From an optimization exercise on the open Yosys and OpenROAD flow, aimed at small area, a short achievable clock period and few clock cycles per item; shortcuts taken in it are not production practice.
No functional check of the RTL was part of this run.

==> design.v <==
module symcode_dec (
    input  wire         clk,
    input  wire         rst,
    input  wire         in_valid,
    output wire         in_ready,
    input  wire [639:0] in_word,
    input  wire         in_erase,
    input  wire [3:0]   in_erase_dev,
    output wire         out_valid,
    output wire [511:0] out_data,
    output wire [1:0]   out_status,
    output wire [4:0]   out_nerr
);
    localparam integer SYN_M = 10;             
    localparam integer SYN_T = 80 / SYN_M;     
    localparam integer NL    = 13;             
    localparam integer NW    = 12;             
    localparam integer CH    = 8;              
    function [7:0] gf_mul(input [7:0] a, input [7:0] b);
        integer i;
        reg [7:0] p, aa;
        begin
            p  = 8'd0;
            aa = a;
            for (i = 0; i < 8; i = i + 1) begin
                if (b[i]) p = p ^ aa;
                aa = {aa[6:0], 1'b0} ^ (aa[7] ? 8'h1d : 8'h00);
            end
            gf_mul = p;
        end
    endfunction
    function [7:0] gf_alpha(input integer n);
        integer i;
        reg [7:0] p;
        begin
            p = 8'd1;
            for (i = 0; i < (n % 255); i = i + 1)
                p = {p[6:0], 1'b0} ^ (p[7] ? 8'h1d : 8'h00);
            gf_alpha = p;
        end
    endfunction
    function [7:0] gf_inv(input [7:0] a);
        begin
            case (a)
                8'h00: gf_inv = 8'h00;
                8'h01: gf_inv = 8'h01;
                8'h02: gf_inv = 8'h8e;
                8'h03: gf_inv = 8'hf4;
                8'h04: gf_inv = 8'h47;
                8'h05: gf_inv = 8'ha7;
                8'h06: gf_inv = 8'h7a;
                8'h07: gf_inv = 8'hba;
                8'h08: gf_inv = 8'had;
                8'h09: gf_inv = 8'h9d;
                8'h0a: gf_inv = 8'hdd;
                8'h0b: gf_inv = 8'h98;
                8'h0c: gf_inv = 8'h3d;
                8'h0d: gf_inv = 8'haa;
                8'h0e: gf_inv = 8'h5d;
                8'h0f: gf_inv = 8'h96;
                8'h10: gf_inv = 8'hd8;
                8'h11: gf_inv = 8'h72;
                8'h12: gf_inv = 8'hc0;
                8'h13: gf_inv = 8'h58;
                8'h14: gf_inv = 8'he0;
                8'h15: gf_inv = 8'h3e;
                8'h16: gf_inv = 8'h4c;
                8'h17: gf_inv = 8'h66;
                8'h18: gf_inv = 8'h90;
                8'h19: gf_inv = 8'hde;
                8'h1a: gf_inv = 8'h55;
                8'h1b: gf_inv = 8'h80;
                8'h1c: gf_inv = 8'ha0;
                8'h1d: gf_inv = 8'h83;
                8'h1e: gf_inv = 8'h4b;
                8'h1f: gf_inv = 8'h2a;
                8'h20: gf_inv = 8'h6c;
                8'h21: gf_inv = 8'hed;
                8'h22: gf_inv = 8'h39;
                8'h23: gf_inv = 8'h51;
                8'h24: gf_inv = 8'h60;
                8'h25: gf_inv = 8'h56;
                8'h26: gf_inv = 8'h2c;
                8'h27: gf_inv = 8'h8a;
                8'h28: gf_inv = 8'h70;
                8'h29: gf_inv = 8'hd0;
                8'h2a: gf_inv = 8'h1f;
                8'h2b: gf_inv = 8'h4a;
                8'h2c: gf_inv = 8'h26;
                8'h2d: gf_inv = 8'h8b;
                8'h2e: gf_inv = 8'h33;
                8'h2f: gf_inv = 8'h6e;
                8'h30: gf_inv = 8'h48;
                8'h31: gf_inv = 8'h89;
                8'h32: gf_inv = 8'h6f;
                8'h33: gf_inv = 8'h2e;
                8'h34: gf_inv = 8'ha4;
                8'h35: gf_inv = 8'hc3;
                8'h36: gf_inv = 8'h40;
                8'h37: gf_inv = 8'h5e;
                8'h38: gf_inv = 8'h50;
                8'h39: gf_inv = 8'h22;
                8'h3a: gf_inv = 8'hcf;
                8'h3b: gf_inv = 8'ha9;
                8'h3c: gf_inv = 8'hab;
                8'h3d: gf_inv = 8'h0c;
                8'h3e: gf_inv = 8'h15;
                8'h3f: gf_inv = 8'he1;
                8'h40: gf_inv = 8'h36;
                8'h41: gf_inv = 8'h5f;
                8'h42: gf_inv = 8'hf8;
                8'h43: gf_inv = 8'hd5;
                8'h44: gf_inv = 8'h92;
                8'h45: gf_inv = 8'h4e;
                8'h46: gf_inv = 8'ha6;
                8'h47: gf_inv = 8'h04;
                8'h48: gf_inv = 8'h30;
                8'h49: gf_inv = 8'h88;
                8'h4a: gf_inv = 8'h2b;
                8'h4b: gf_inv = 8'h1e;
                8'h4c: gf_inv = 8'h16;
                8'h4d: gf_inv = 8'h67;
                8'h4e: gf_inv = 8'h45;
                8'h4f: gf_inv = 8'h93;
                8'h50: gf_inv = 8'h38;
                8'h51: gf_inv = 8'h23;
                8'h52: gf_inv = 8'h68;
                8'h53: gf_inv = 8'h8c;
                8'h54: gf_inv = 8'h81;
                8'h55: gf_inv = 8'h1a;
                8'h56: gf_inv = 8'h25;
                8'h57: gf_inv = 8'h61;
                8'h58: gf_inv = 8'h13;
                8'h59: gf_inv = 8'hc1;
                8'h5a: gf_inv = 8'hcb;
                8'h5b: gf_inv = 8'h63;
                8'h5c: gf_inv = 8'h97;
                8'h5d: gf_inv = 8'h0e;
                8'h5e: gf_inv = 8'h37;
                8'h5f: gf_inv = 8'h41;
                8'h60: gf_inv = 8'h24;
                8'h61: gf_inv = 8'h57;
                8'h62: gf_inv = 8'hca;
                8'h63: gf_inv = 8'h5b;
                8'h64: gf_inv = 8'hb9;
                8'h65: gf_inv = 8'hc4;
                8'h66: gf_inv = 8'h17;
                8'h67: gf_inv = 8'h4d;
                8'h68: gf_inv = 8'h52;
                8'h69: gf_inv = 8'h8d;
                8'h6a: gf_inv = 8'hef;
                8'h6b: gf_inv = 8'hb3;
                8'h6c: gf_inv = 8'h20;
                8'h6d: gf_inv = 8'hec;
                8'h6e: gf_inv = 8'h2f;
                8'h6f: gf_inv = 8'h32;
                8'h70: gf_inv = 8'h28;
                8'h71: gf_inv = 8'hd1;
                8'h72: gf_inv = 8'h11;
                8'h73: gf_inv = 8'hd9;
                8'h74: gf_inv = 8'he9;
                8'h75: gf_inv = 8'hfb;
                8'h76: gf_inv = 8'hda;
                8'h77: gf_inv = 8'h79;
                8'h78: gf_inv = 8'hdb;
                8'h79: gf_inv = 8'h77;
                8'h7a: gf_inv = 8'h06;
                8'h7b: gf_inv = 8'hbb;
                8'h7c: gf_inv = 8'h84;
                8'h7d: gf_inv = 8'hcd;
                8'h7e: gf_inv = 8'hfe;
                8'h7f: gf_inv = 8'hfc;
                8'h80: gf_inv = 8'h1b;
                8'h81: gf_inv = 8'h54;
                8'h82: gf_inv = 8'ha1;
                8'h83: gf_inv = 8'h1d;
                8'h84: gf_inv = 8'h7c;
                8'h85: gf_inv = 8'hcc;
                8'h86: gf_inv = 8'he4;
                8'h87: gf_inv = 8'hb0;
                8'h88: gf_inv = 8'h49;
                8'h89: gf_inv = 8'h31;
                8'h8a: gf_inv = 8'h27;
                8'h8b: gf_inv = 8'h2d;
                8'h8c: gf_inv = 8'h53;
                8'h8d: gf_inv = 8'h69;
                8'h8e: gf_inv = 8'h02;
                8'h8f: gf_inv = 8'hf5;
                8'h90: gf_inv = 8'h18;
                8'h91: gf_inv = 8'hdf;
                8'h92: gf_inv = 8'h44;
                8'h93: gf_inv = 8'h4f;
                8'h94: gf_inv = 8'h9b;
                8'h95: gf_inv = 8'hbc;
                8'h96: gf_inv = 8'h0f;
                8'h97: gf_inv = 8'h5c;
                8'h98: gf_inv = 8'h0b;
                8'h99: gf_inv = 8'hdc;
                8'h9a: gf_inv = 8'hbd;
                8'h9b: gf_inv = 8'h94;
                8'h9c: gf_inv = 8'hac;
                8'h9d: gf_inv = 8'h09;
                8'h9e: gf_inv = 8'hc7;
                8'h9f: gf_inv = 8'ha2;
                8'ha0: gf_inv = 8'h1c;
                8'ha1: gf_inv = 8'h82;
                8'ha2: gf_inv = 8'h9f;
                8'ha3: gf_inv = 8'hc6;
                8'ha4: gf_inv = 8'h34;
                8'ha5: gf_inv = 8'hc2;
                8'ha6: gf_inv = 8'h46;
                8'ha7: gf_inv = 8'h05;
                8'ha8: gf_inv = 8'hce;
                8'ha9: gf_inv = 8'h3b;
                8'haa: gf_inv = 8'h0d;
                8'hab: gf_inv = 8'h3c;
                8'hac: gf_inv = 8'h9c;
                8'had: gf_inv = 8'h08;
                8'hae: gf_inv = 8'hbe;
                8'haf: gf_inv = 8'hb7;
                8'hb0: gf_inv = 8'h87;
                8'hb1: gf_inv = 8'he5;
                8'hb2: gf_inv = 8'hee;
                8'hb3: gf_inv = 8'h6b;
                8'hb4: gf_inv = 8'heb;
                8'hb5: gf_inv = 8'hf2;
                8'hb6: gf_inv = 8'hbf;
                8'hb7: gf_inv = 8'haf;
                8'hb8: gf_inv = 8'hc5;
                8'hb9: gf_inv = 8'h64;
                8'hba: gf_inv = 8'h07;
                8'hbb: gf_inv = 8'h7b;
                8'hbc: gf_inv = 8'h95;
                8'hbd: gf_inv = 8'h9a;
                8'hbe: gf_inv = 8'hae;
                8'hbf: gf_inv = 8'hb6;
                8'hc0: gf_inv = 8'h12;
                8'hc1: gf_inv = 8'h59;
                8'hc2: gf_inv = 8'ha5;
                8'hc3: gf_inv = 8'h35;
                8'hc4: gf_inv = 8'h65;
                8'hc5: gf_inv = 8'hb8;
                8'hc6: gf_inv = 8'ha3;
                8'hc7: gf_inv = 8'h9e;
                8'hc8: gf_inv = 8'hd2;
                8'hc9: gf_inv = 8'hf7;
                8'hca: gf_inv = 8'h62;
                8'hcb: gf_inv = 8'h5a;
                8'hcc: gf_inv = 8'h85;
                8'hcd: gf_inv = 8'h7d;
                8'hce: gf_inv = 8'ha8;
                8'hcf: gf_inv = 8'h3a;
                8'hd0: gf_inv = 8'h29;
                8'hd1: gf_inv = 8'h71;
                8'hd2: gf_inv = 8'hc8;
                8'hd3: gf_inv = 8'hf6;
                8'hd4: gf_inv = 8'hf9;
                8'hd5: gf_inv = 8'h43;
                8'hd6: gf_inv = 8'hd7;
                8'hd7: gf_inv = 8'hd6;
                8'hd8: gf_inv = 8'h10;
                8'hd9: gf_inv = 8'h73;
                8'hda: gf_inv = 8'h76;
                8'hdb: gf_inv = 8'h78;
                8'hdc: gf_inv = 8'h99;
                8'hdd: gf_inv = 8'h0a;
                8'hde: gf_inv = 8'h19;
                8'hdf: gf_inv = 8'h91;
                8'he0: gf_inv = 8'h14;
                8'he1: gf_inv = 8'h3f;
                8'he2: gf_inv = 8'he6;
                8'he3: gf_inv = 8'hf0;
                8'he4: gf_inv = 8'h86;
                8'he5: gf_inv = 8'hb1;
                8'he6: gf_inv = 8'he2;
                8'he7: gf_inv = 8'hf1;
                8'he8: gf_inv = 8'hfa;
                8'he9: gf_inv = 8'h74;
                8'hea: gf_inv = 8'hf3;
                8'heb: gf_inv = 8'hb4;
                8'hec: gf_inv = 8'h6d;
                8'hed: gf_inv = 8'h21;
                8'hee: gf_inv = 8'hb2;
                8'hef: gf_inv = 8'h6a;
                8'hf0: gf_inv = 8'he3;
                8'hf1: gf_inv = 8'he7;
                8'hf2: gf_inv = 8'hb5;
                8'hf3: gf_inv = 8'hea;
                8'hf4: gf_inv = 8'h03;
                8'hf5: gf_inv = 8'h8f;
                8'hf6: gf_inv = 8'hd3;
                8'hf7: gf_inv = 8'hc9;
                8'hf8: gf_inv = 8'h42;
                8'hf9: gf_inv = 8'hd4;
                8'hfa: gf_inv = 8'he8;
                8'hfb: gf_inv = 8'h75;
                8'hfc: gf_inv = 8'h7f;
                8'hfd: gf_inv = 8'hff;
                8'hfe: gf_inv = 8'h7e;
                8'hff: gf_inv = 8'hfd;
                default: gf_inv = 8'h00;
            endcase
        end
    endfunction
    function [71:0] gamma_poly(input [3:0] d);
        begin
            case (d)
                4'd0: gamma_poly = 72'h71aef1be0ce5cc8301;
                4'd1: gamma_poly = 72'h60da66036c4dce1601;
                4'd2: gamma_poly = 72'h4578782c2b76e2f501;
                4'd3: gamma_poly = 72'hd5ea601c6eaff00901;
                4'd4: gamma_poly = 72'hb6458be639caa1ef01;
                4'd5: gamma_poly = 72'h3091573bec8c23a601;
                4'd6: gamma_poly = 72'hacbd15fddf03c00e01;
                4'd7: gamma_poly = 72'he428b66a6902264101;
                4'd8: gamma_poly = 72'h5badc10106f78ec401;
                default: gamma_poly = 72'h18c8adef36510bff01;
            endcase
        end
    endfunction
    genvar g, h;
    integer i;
    reg        a_busy, b_busy, c_busy;
    reg  [3:0] a_cnt;
    reg        in_ready_r;
    reg        b_clean, b_omg, b_too, b_omlast, b_hold;
    reg        c_out;
    wire a_last   = (a_cnt == SYN_T - 1);
    wire c_leave  = c_busy & c_out;
    wire take_c   = ~c_busy | c_leave;
    wire b_done   = b_busy & (b_clean | (b_omg & (b_too | b_omlast)));
    wire move_b   = b_done & take_c;
    wire take_b   = ~b_busy | move_b;
    wire move_a   = a_busy & a_last & take_b;
    wire accept   = in_ready_r & in_valid;
    assign in_ready = in_ready_r;
    reg [639:0] a_word;
    reg [127:0] a_syn;           
    reg         a_erase;
    reg  [3:0]  a_dev;
    wire [639:0] a_rot = {a_word[8*SYN_M-1:0], a_word[639:8*SYN_M]};
    reg [127:0] a_syn_nx;
    integer sk, si;
    always @(*) begin
        for (sk = 0; sk < 16; sk = sk + 1) begin
            a_syn_nx[8*sk +: 8] = gf_mul(a_syn[8*sk +: 8], gf_alpha(sk * SYN_M));
            for (si = 0; si < SYN_M; si = si + 1)
                a_syn_nx[8*sk +: 8] = a_syn_nx[8*sk +: 8] ^
                    gf_mul(a_word[8*si +: 8], gf_alpha(sk * (SYN_M - 1 - si)));
        end
    end
    always @(posedge clk) begin
        if (in_ready_r) begin
            a_word  <= in_word;
            a_syn   <= 128'd0;
            a_erase <= in_erase;
            a_dev   <= in_erase_dev;
        end else if (a_busy & ~a_last) begin
            a_word <= a_rot;
            a_syn  <= a_syn_nx;
        end
    end
    reg [511:0]    b_data;
    reg [127:0]    b_ring;       
    reg [8*NL-1:0] b_lam;
    reg [8*NL-1:0] b_bb;         
    reg [7:0]      b_gam;
    reg [4:0]      b_len;
    reg [3:0]      b_k;
    reg [2:0]      b_q;          
    reg            b_erase;
    wire [71:0] a_gamma = gamma_poly(a_dev);
    reg [127:0] ring_init;
    always @(*) begin
        for (sk = 0; sk < 16; sk = sk + 1)
            ring_init[8*sk +: 8] = a_erase ? a_syn_nx[8*((24 - sk) % 16) +: 8]
                                           : a_syn_nx[8*((16 - sk) % 16) +: 8];
    end
    wire [4:0] b_f = b_erase ? 5'd8 : 5'd0;
    wire [8*NL-1:0] pa, pb;
    generate
        for (g = 0; g < NL; g = g + 1) begin : g_conv
            wire       ma = ~b_omg | (g <= 2 * b_q);
            wire       mb = (g <= 2 * b_q + 1);
            wire [7:0] ra = b_ring[8*g +: 8] & {8{ma}};
            wire [7:0] rb = b_ring[8*((g + 15) % 16) +: 8] & {8{mb}};
            assign pa[8*g +: 8] = gf_mul(b_lam[8*g +: 8], ra);
            assign pb[8*g +: 8] = gf_mul(b_lam[8*g +: 8], b_omg ? rb : b_gam);
        end
    endgenerate
    reg [7:0] delta, omg_odd;
    always @(*) begin
        delta   = 8'd0;
        omg_odd = 8'd0;
        for (i = 0; i < NL; i = i + 1) begin
            delta   = delta ^ pa[8*i +: 8];
            omg_odd = omg_odd ^ pb[8*i +: 8];
        end
    end
    wire       bm_upd  = (delta != 8'd0) &&
                         ({b_len, 1'b0} <= ({2'd0, b_k} + {1'b0, b_f}));
    wire [4:0] len_upd = {1'b0, b_k} + 5'd1 + b_f - b_len;
    wire [4:0] len_nx  = bm_upd ? len_upd : b_len;
    wire       bm_last = (b_k == 4'd15);
    reg [8*NL-1:0] bb_nx;
    always @(*) begin
        bb_nx = b_bb;
        if (b_busy & ~b_omg) begin
            if (bm_upd) bb_nx = b_lam;
            else        bb_nx = {b_bb[8*NL-9:0], 8'd0};
        end else if (b_busy & ~b_hold) begin
            for (i = 0; i < NW; i = i + 1) begin
                if (i == 2 * b_q)     bb_nx[8*i +: 8] = delta;
                if (i == 2 * b_q + 1) bb_nx[8*i +: 8] = omg_odd;
            end
        end
    end
    always @(posedge clk) begin
        if (move_a) begin
            b_data  <= a_rot[511:0];
            b_ring  <= ring_init;
            b_gam   <= 8'd1;
            b_erase <= a_erase;
            b_len   <= a_erase ? 5'd8 : 5'd0;
            b_k     <= a_erase ? 4'd8 : 4'd0;
            b_q     <= 3'd0;
            for (i = 0; i < NL; i = i + 1) begin
                b_lam[8*i +: 8] <= (i <= 8) ? (a_erase ? a_gamma[8*i +: 8] : ((i == 0) ? 8'd1 : 8'd0)) : 8'd0;
                b_bb[8*i +: 8]  <= (i <= 8) ? (a_erase ? a_gamma[8*i +: 8] : ((i == 0) ? 8'd1 : 8'd0)) : 8'd0;
            end
        end else if (b_busy & ~b_omg) begin
            b_lam[7:0] <= pb[7:0];
            for (i = 1; i < NL; i = i + 1)
                b_lam[8*i +: 8] <= pb[8*i +: 8] ^ gf_mul(delta, b_bb[8*(i-1) +: 8]);
            if (bm_upd) b_gam <= delta;
            b_bb   <= bb_nx;
            b_len  <= len_nx;
            b_k    <= b_k + 4'd1;
            b_ring <= {b_ring[119:0], b_ring[127:120]};
        end else if (b_busy & ~b_hold) begin
            b_bb   <= bb_nx;
            b_q    <= b_q + 3'd1;
            b_ring <= {b_ring[111:0], b_ring[127:112]};
        end
    end
    reg [511:0]    c_data;
    reg [8*NL-1:0] c_lam;        
    reg [8*NW-1:0] c_omg;
    reg [4:0]      c_len;
    reg [3:0]      c_t;
    reg [6:0]      c_nroots;
    reg [4:0]      c_nerr;
    reg            c_p64, c_p72;
    reg [1:0]      st_r;
    reg [4:0]      nerr_r;
    assign out_valid  = c_out;
    assign out_data   = c_data;
    assign out_status = st_r;
    assign out_nerr   = nerr_r;
    wire [CH-1:0] root;
    wire [CH-1:0] chg;
    wire [8*CH-1:0] eval;
    generate
        for (h = 0; h < CH; h = h + 1) begin : g_lane
            reg [7:0] ls, os, ws;
            integer j;
            always @(*) begin
                ls = 8'd0;
                os = 8'd0;
                ws = 8'd0;
                for (j = 0; j < NL; j = j + 1) begin
                    ls = ls ^ gf_mul(c_lam[8*j +: 8], gf_alpha(255 * 13 - h * j));
                    if (j % 2 == 1)
                        os = os ^ gf_mul(c_lam[8*j +: 8], gf_alpha(255 * 13 - h * j));
                end
                for (j = 0; j < NW; j = j + 1)
                    ws = ws ^ gf_mul(c_omg[8*j +: 8], gf_alpha(255 * 13 - h * j));
            end
            assign root[h] = (ls == 8'd0);
            assign eval[8*h +: 8] = gf_mul(ws, gf_inv(os));
            assign chg[h] = root[h] & (eval[8*h +: 8] != 8'd0);
        end
    endgenerate
    reg [3:0] nr_add, ne_add;
    always @(*) begin
        nr_add = 4'd0;
        ne_add = 4'd0;
        for (i = 0; i < CH; i = i + 1) begin
            nr_add = nr_add + {3'd0, root[i]};
            ne_add = ne_add + {3'd0, chg[i]};
        end
    end
    wire [6:0] nroots_nx = c_nroots + {3'd0, nr_add};
    wire [4:0] nerr_nx   = c_nerr + {1'b0, ne_add};
    wire       p64_nx    = c_p64 | ((c_t == 4'd1) & root[7] & (eval[63:56] == 8'hff));
    wire       p72_nx    = c_p72 | ((c_t == 4'd0) & root[7] & (eval[63:56] == 8'hff));
    wire       scan_end  = (nroots_nx == {2'd0, c_len}) | (c_t == 4'd9);
    wire       bad_roots = (nroots_nx != {2'd0, c_len});
    wire       poison    = (nerr_nx == 5'd2) & p64_nx & p72_nx;
    always @(posedge clk) begin
        if (move_b) begin
            c_data   <= b_data;
            c_lam    <= b_lam;
            for (i = 0; i < NW; i = i + 1)
                c_omg[8*i +: 8] <= (i < b_len) ? bb_nx[8*i +: 8] : 8'd0;
            c_len    <= b_len;
            c_t      <= 4'd0;
            c_nroots <= 7'd0;
            c_nerr   <= 5'd0;
            c_p64    <= 1'b0;
            c_p72    <= 1'b0;
            st_r     <= b_clean ? 2'd0 : 2'd3;
            nerr_r   <= 5'd0;
        end else if (c_busy & ~c_out) begin
            for (i = 0; i < NL; i = i + 1)
                c_lam[8*i +: 8] <= gf_mul(c_lam[8*i +: 8], gf_alpha(255 * 13 - CH * i));
            for (i = 0; i < NW; i = i + 1)
                c_omg[8*i +: 8] <= gf_mul(c_omg[8*i +: 8], gf_alpha(255 * 13 - CH * i));
            for (i = 0; i < 64; i = i + 1)
                if ((c_t == (79 - i) / CH) && root[(79 - i) % CH])
                    c_data[8*i +: 8] <= c_data[8*i +: 8] ^ eval[8*((79 - i) % CH) +: 8];
            c_t      <= c_t + 4'd1;
            c_nroots <= nroots_nx;
            c_nerr   <= nerr_nx;
            c_p64    <= p64_nx;
            c_p72    <= p72_nx;
            st_r     <= bad_roots ? 2'd3 : poison ? 2'd2 : (nerr_nx != 5'd0) ? 2'd1 : 2'd0;
            nerr_r   <= nerr_nx;
        end
    end
    wire       a_busy_n = accept | (a_busy & ~move_a);
    wire [3:0] a_cnt_n  = accept ? 4'd0 : (a_busy & ~a_last) ? a_cnt + 4'd1 : a_cnt;
    wire       a_last_n = (a_cnt_n == SYN_T - 1);
    wire       b_busy_n   = move_a | (b_busy & ~move_b);
    wire       b_clean_n  = move_a ? (a_syn_nx == 128'd0) : b_clean;
    wire       b_omg_n    = move_a ? 1'b0 : (b_busy & ~b_omg & bm_last) ? 1'b1 : b_omg;
    wire       b_too_n    = move_a ? 1'b0 :
                            (b_busy & ~b_omg & bm_last) ? ({len_nx, 1'b0} > (6'd16 + {1'b0, b_f})) : b_too;
    wire       b_omlast_n = move_a ? 1'b0 :
                            (b_busy & ~b_omg & bm_last) ? (len_nx <= 5'd2) :
                            (b_busy & b_omg & ~b_hold) ? ({1'b0, b_q} + 4'd2 >= {1'b0, b_len[4:1]} + {4'd0, b_len[0]}) : b_omlast;
    wire       b_hold_n   = move_a ? 1'b0 : (b_done & ~move_b) ? 1'b1 : b_hold;
    wire       c_busy_n = move_b | (c_busy & ~c_leave);
    wire       c_out_n  = move_b ? (b_clean | b_too) : (c_busy & ~c_out) ? scan_end : 1'b0;
    wire take_c_n = ~c_busy_n | c_out_n;
    wire b_done_n = b_busy_n & (b_clean_n | (b_omg_n & (b_too_n | b_omlast_n)));
    wire take_b_n = ~b_busy_n | (b_done_n & take_c_n);
    wire take_a_n = ~a_busy_n | (a_last_n & take_b_n);
    always @(posedge clk) begin
        if (rst) begin
            a_busy     <= 1'b0;
            b_busy     <= 1'b0;
            c_busy     <= 1'b0;
            c_out      <= 1'b0;
            a_cnt      <= 4'd0;
            in_ready_r <= 1'b1;
            b_clean    <= 1'b0;
            b_omg      <= 1'b0;
            b_too      <= 1'b0;
            b_omlast   <= 1'b0;
            b_hold     <= 1'b0;
        end else begin
            a_busy     <= a_busy_n;
            b_busy     <= b_busy_n;
            c_busy     <= c_busy_n;
            c_out      <= c_out_n;
            a_cnt      <= a_cnt_n;
            in_ready_r <= take_a_n;
            b_clean    <= b_clean_n;
            b_omg      <= b_omg_n;
            b_too      <= b_too_n;
            b_omlast   <= b_omlast_n;
            b_hold     <= b_hold_n;
        end
    end
endmodule
==> run.sh <==
#!/bin/bash
# synth_recipe.tcl (not shown) runs the flow's synth.tcl, then flattens the netlist and writes it again
# the make line also repeats each setting of config.mk as NAME=value (left out here)
make -C /OpenROAD-flow-scripts/flow DESIGN_CONFIG=/design/flow/config.mk WORK_HOME=/design/flow/orfs CLKGATE_MAP_FILE= SYNTH_SCRIPT=/design/flow/synth_recipe.tcl finish
==> config.mk <==
export PLATFORM = sky130hd
export DESIGN_NAME = symcode_dec
export DESIGN_NICKNAME = symcode_dec
export VERILOG_FILES = /design/flow/design.v
export SDC_FILE = /design/flow/constraint.sdc
export NUM_CORES = 8
export LEC_CHECK = 0
export CAP_MARGIN = 20
export CORE_MARGIN = 2
export CORE_UTILIZATION = 25
export PLACE_DENSITY = 0.35
export SLEW_MARGIN = 20
==> constraint.sdc <==
create_clock -name core_clock -period 20.0 [get_ports {clk}]
set_input_delay 4.0000 -clock core_clock [delete_from_list [all_inputs] [get_ports {clk}]]
set_output_delay 4.0000 -clock core_clock [all_outputs]
set_load 0.01 [all_outputs]
==> impl_metrics.toml <==
[status]
status = "failed layout checks"
so.violations = "max-capacitance violations"

[synth]
synth_top_area_cell = "edfxtp_1"
synth_nets = 27318
synthFlopType = "edfxtp_1"
synthesis.area_mm2 = 0.238
synth_edf_count = 2158
syn_avg_cell_area_um2 = 8.97
synth_top_area_share_pct = 27.3
synth_most_common_cell = "xnor2_1"
synthArstFlopShare_pct = 0
synthTopCellsByArea = "edfxtp_1 (27%), xnor2_1 (24%), xor2_1 (7.0%)"
netlist_instances = 26480
synthTopCellsByCount = "xnor2_1 (6533), nand2_1 (3133), nor2_1 (2225)"
yosys_register_bits = 2446
ys_warn_count = 1
synth_cell_types = 110
ys_seq_area_share_pct = 29.7

[clock_tree]
post-cts-setup-buffer-count = 0
cts_resized = 0
cts.sinks = 2446
cts.clk_slew.worst_paths_ns = 0.06
root_buffer = "clkbuf_16"
cts_buffer_depth = 4
tritoncts = "yes"
numCtsBuffers = 325
cts_hold_buf = 0
clk_latency_ns = 1.07
cts_max_level = 5

[layout]
syn2layout_area_growth_pct = 18.8
nets = 28200
fin_cells = 40357
fill_cells = 100558
drive_gt1_share_pct = 12.0

[die]
die_h_um = 979
fp.dieArea_mm2 = 0.958
die_w_um = 979
initial_core_util_pct = 25.0
std_cell_rows = 358
core_area_mm2 = 0.949
top_level_ports = 1169

[setup_path]
critPathKind = "reg2reg"
crit_path_start_kind = "flop"
arrival_ns = 14.42
critPathCaptureType = "flop"
cp.required_ns = 20.80
slowest_delay_ns = 0.81
r2r-start = "c_lam[93]"
critPathMaxFanout = 18
critPathSlowestCell = "a2111oi_2"
crit_start = "c_lam[93]"
r2r_cells = 38

[routing]
dr.pass1.iters = 8
drc = 0
detail-route-antenna-nets = 0
drt_iter0_drc = 32877
dr_total_vias = 222524
vias_per_cell = 5.51
post_drt_wl_per_cell_um = 45.0
routed_wl_um = 1820000

[timing]
drv_slew = 0
hold_viol = 0
finalCritPeriodShare_pct = 68.1
setup_tns_ns = 0
rsz0062_at_grt = "false"
fin_crit_ns = 13.62
finalSetupViolCount = 0
relSlewSlack_pct = 1.12
clock.fmax_mhz = 73.4
tightestPinTransition_ns = 1.47
skew_ns = 0.166
timing.final.ws_setup_ns = 6.38

[placement]
dp_hpwl_um = 1430000
portBuffers = 1168
post-place-ws_ns = 6.43
placed_cells = 39634
gp_congestion = 1.01

[worst_hold_path]
hold_start = "a_word[254]"
min_path_cells = 0
hold_path_class = "reg2reg"

[grt]
grt.overflow.total = 0
antenna_found_initial = 452
grt_max_degree = 149
grt_pass1_wl_um = 2290000
grt.total_usage_pct = 36.3
grt_pass1_vias = 203965

[job]
cap_viol_max_count = 1
-- layer usage --
metal | track usage [%] | part of all wire (%) | vias to the layer above
met5 | 0 | 0.044 | -
met4 | 17.8 | 6.0 | 124
met3 | 7.77 | 8.7 | 2580
met2 | 55.1 | 43 | 12792
met1 | 48.8 | 42 | 114694
li1 | - | - | 92334
-- path summary, 6_finish.rpt --
check	end	slack (ns)
hold / removal	b_data[174]	0.43
setup reg to reg	st_r[1]	6.38
setup / recovery	st_r[1]	6.38
hold reg to reg	b_data[174]	0.43
-- worst max-delay path: cells and delay by family, from the launching register on --
kind | cells | cell delay [ns]
compound gates | 9 | 3.14
xor+xnor | 7 | 2.83
fa+ha+maj | 6 | 2.80
buf+inv | 10 | 2.23
flops | 1 | 0.77
mux | 2 | 0.72
simple gates | 4 | 0.90
-- placed cells by master, fill, tap and decap left out, drive strengths merged, types with 239 or more instances in the layout --
| master | Yosys | routed |
|---|---|---|
| xnor2 | 6646 | 6646 |
| nand2 | 3134 | 3134 |
| nor2 | 2231 | 2231 |
| edfxtp | 2158 | 2158 |
| xor2 | 1934 | 1934 |
| buf | 633 | 1452 |
| a21oi | 1440 | 1440 |
| o21ai | 1243 | 1243 |
| clkdlybuf4s50 | 0 | 1155 |
| mux2 | 702 | 702 |
| nand3 | 567 | 567 |
| clkbuf | 1419 | 430 |
| xnor3 | 336 | 336 |
| a211oi | 311 | 311 |
| nor3 | 300 | 300 |
| dfxtp | 288 | 288 |
| inv | 223 | 239 |
-- kinds of logic after synthesis --
kind of cell	after synthesis	synth area share [%]
and+or+nand+nor	6842	12.0
adders and majority gates	190	1.04
DFF	2446	29.7
muxes	959	4.59
xor gates and xnor gates	8979	36.0
buffers and inverters	2288	4.01
AOI/OAI and AO/OA	4776	12.7
-- area by class of cell --
cell class / instances / area (um^2) / area share (%)
flip-flops and latches: 2446 / 70600 / 25.0
well taps: 12600 / 15800 / 5.58
multi-input cells: 21746 / 162000 / 57.3
clock inverters: 159 / 1520 / 0.538
inverters: 236 / 920 / 0.326
diodes: 133 / 333 / 0.118
repair buffers: 2607 / 22600 / 8.00
clock buffers: 430 / 8770 / 3.11
-- through the flow --
stage | hold slack [ns] | area [um^2] | utilization (%)
detailed placement | 0.432 | 272000 | 28.6
global route | 0.435 | 282000 | 29.7
global placement | 0.424 | 271000 | 28.6
finish | 0.429 | 282000 | 29.8
CTS | 0.420 | 282000 | 29.7
floorplan | 0.422 | 238000 | -
-- state kept, by name, indices dropped and copies added (netlist names), 8 cells and up --
| name | flops |
|---|---|
| b_bb | 96 |
| b_data | 512 |
| a_gamma | 61 |
| c_data | 512 |
| b_gam | 8 |
| c_lam | 104 |
| a_word | 640 |
| b_ring | 128 |
| a_syn | 128 |
| b_lam | 104 |
| c_omg | 96 |

## afterwards: timing with drivers on the ports
In the flow no input, the clock included, has a driving cell. The finished layout below was timed again as built, in two steps.
Step 1 sets driving cells, clkbuf_16 on the clock port and buf_2 on the other inputs (assumed; they add their load-dependent delay and slew).
Step 2 also shifts input and output timing later by t, the mid clock arrival at the registers, as if the neighbouring blocks saw the same clock.
Slacks: ideal ports / drivers / drivers and shift; pairs: ideal ports / drivers.
shift t [ns]: 1.172
slack for setup (ns): 6.379 / 6.379 / 6.379
worst data-port slew with drivers (ns): 0.46
For this run, drivers alone change the setup slack by 0.000 ns; drivers and shift together by 0.000 ns.
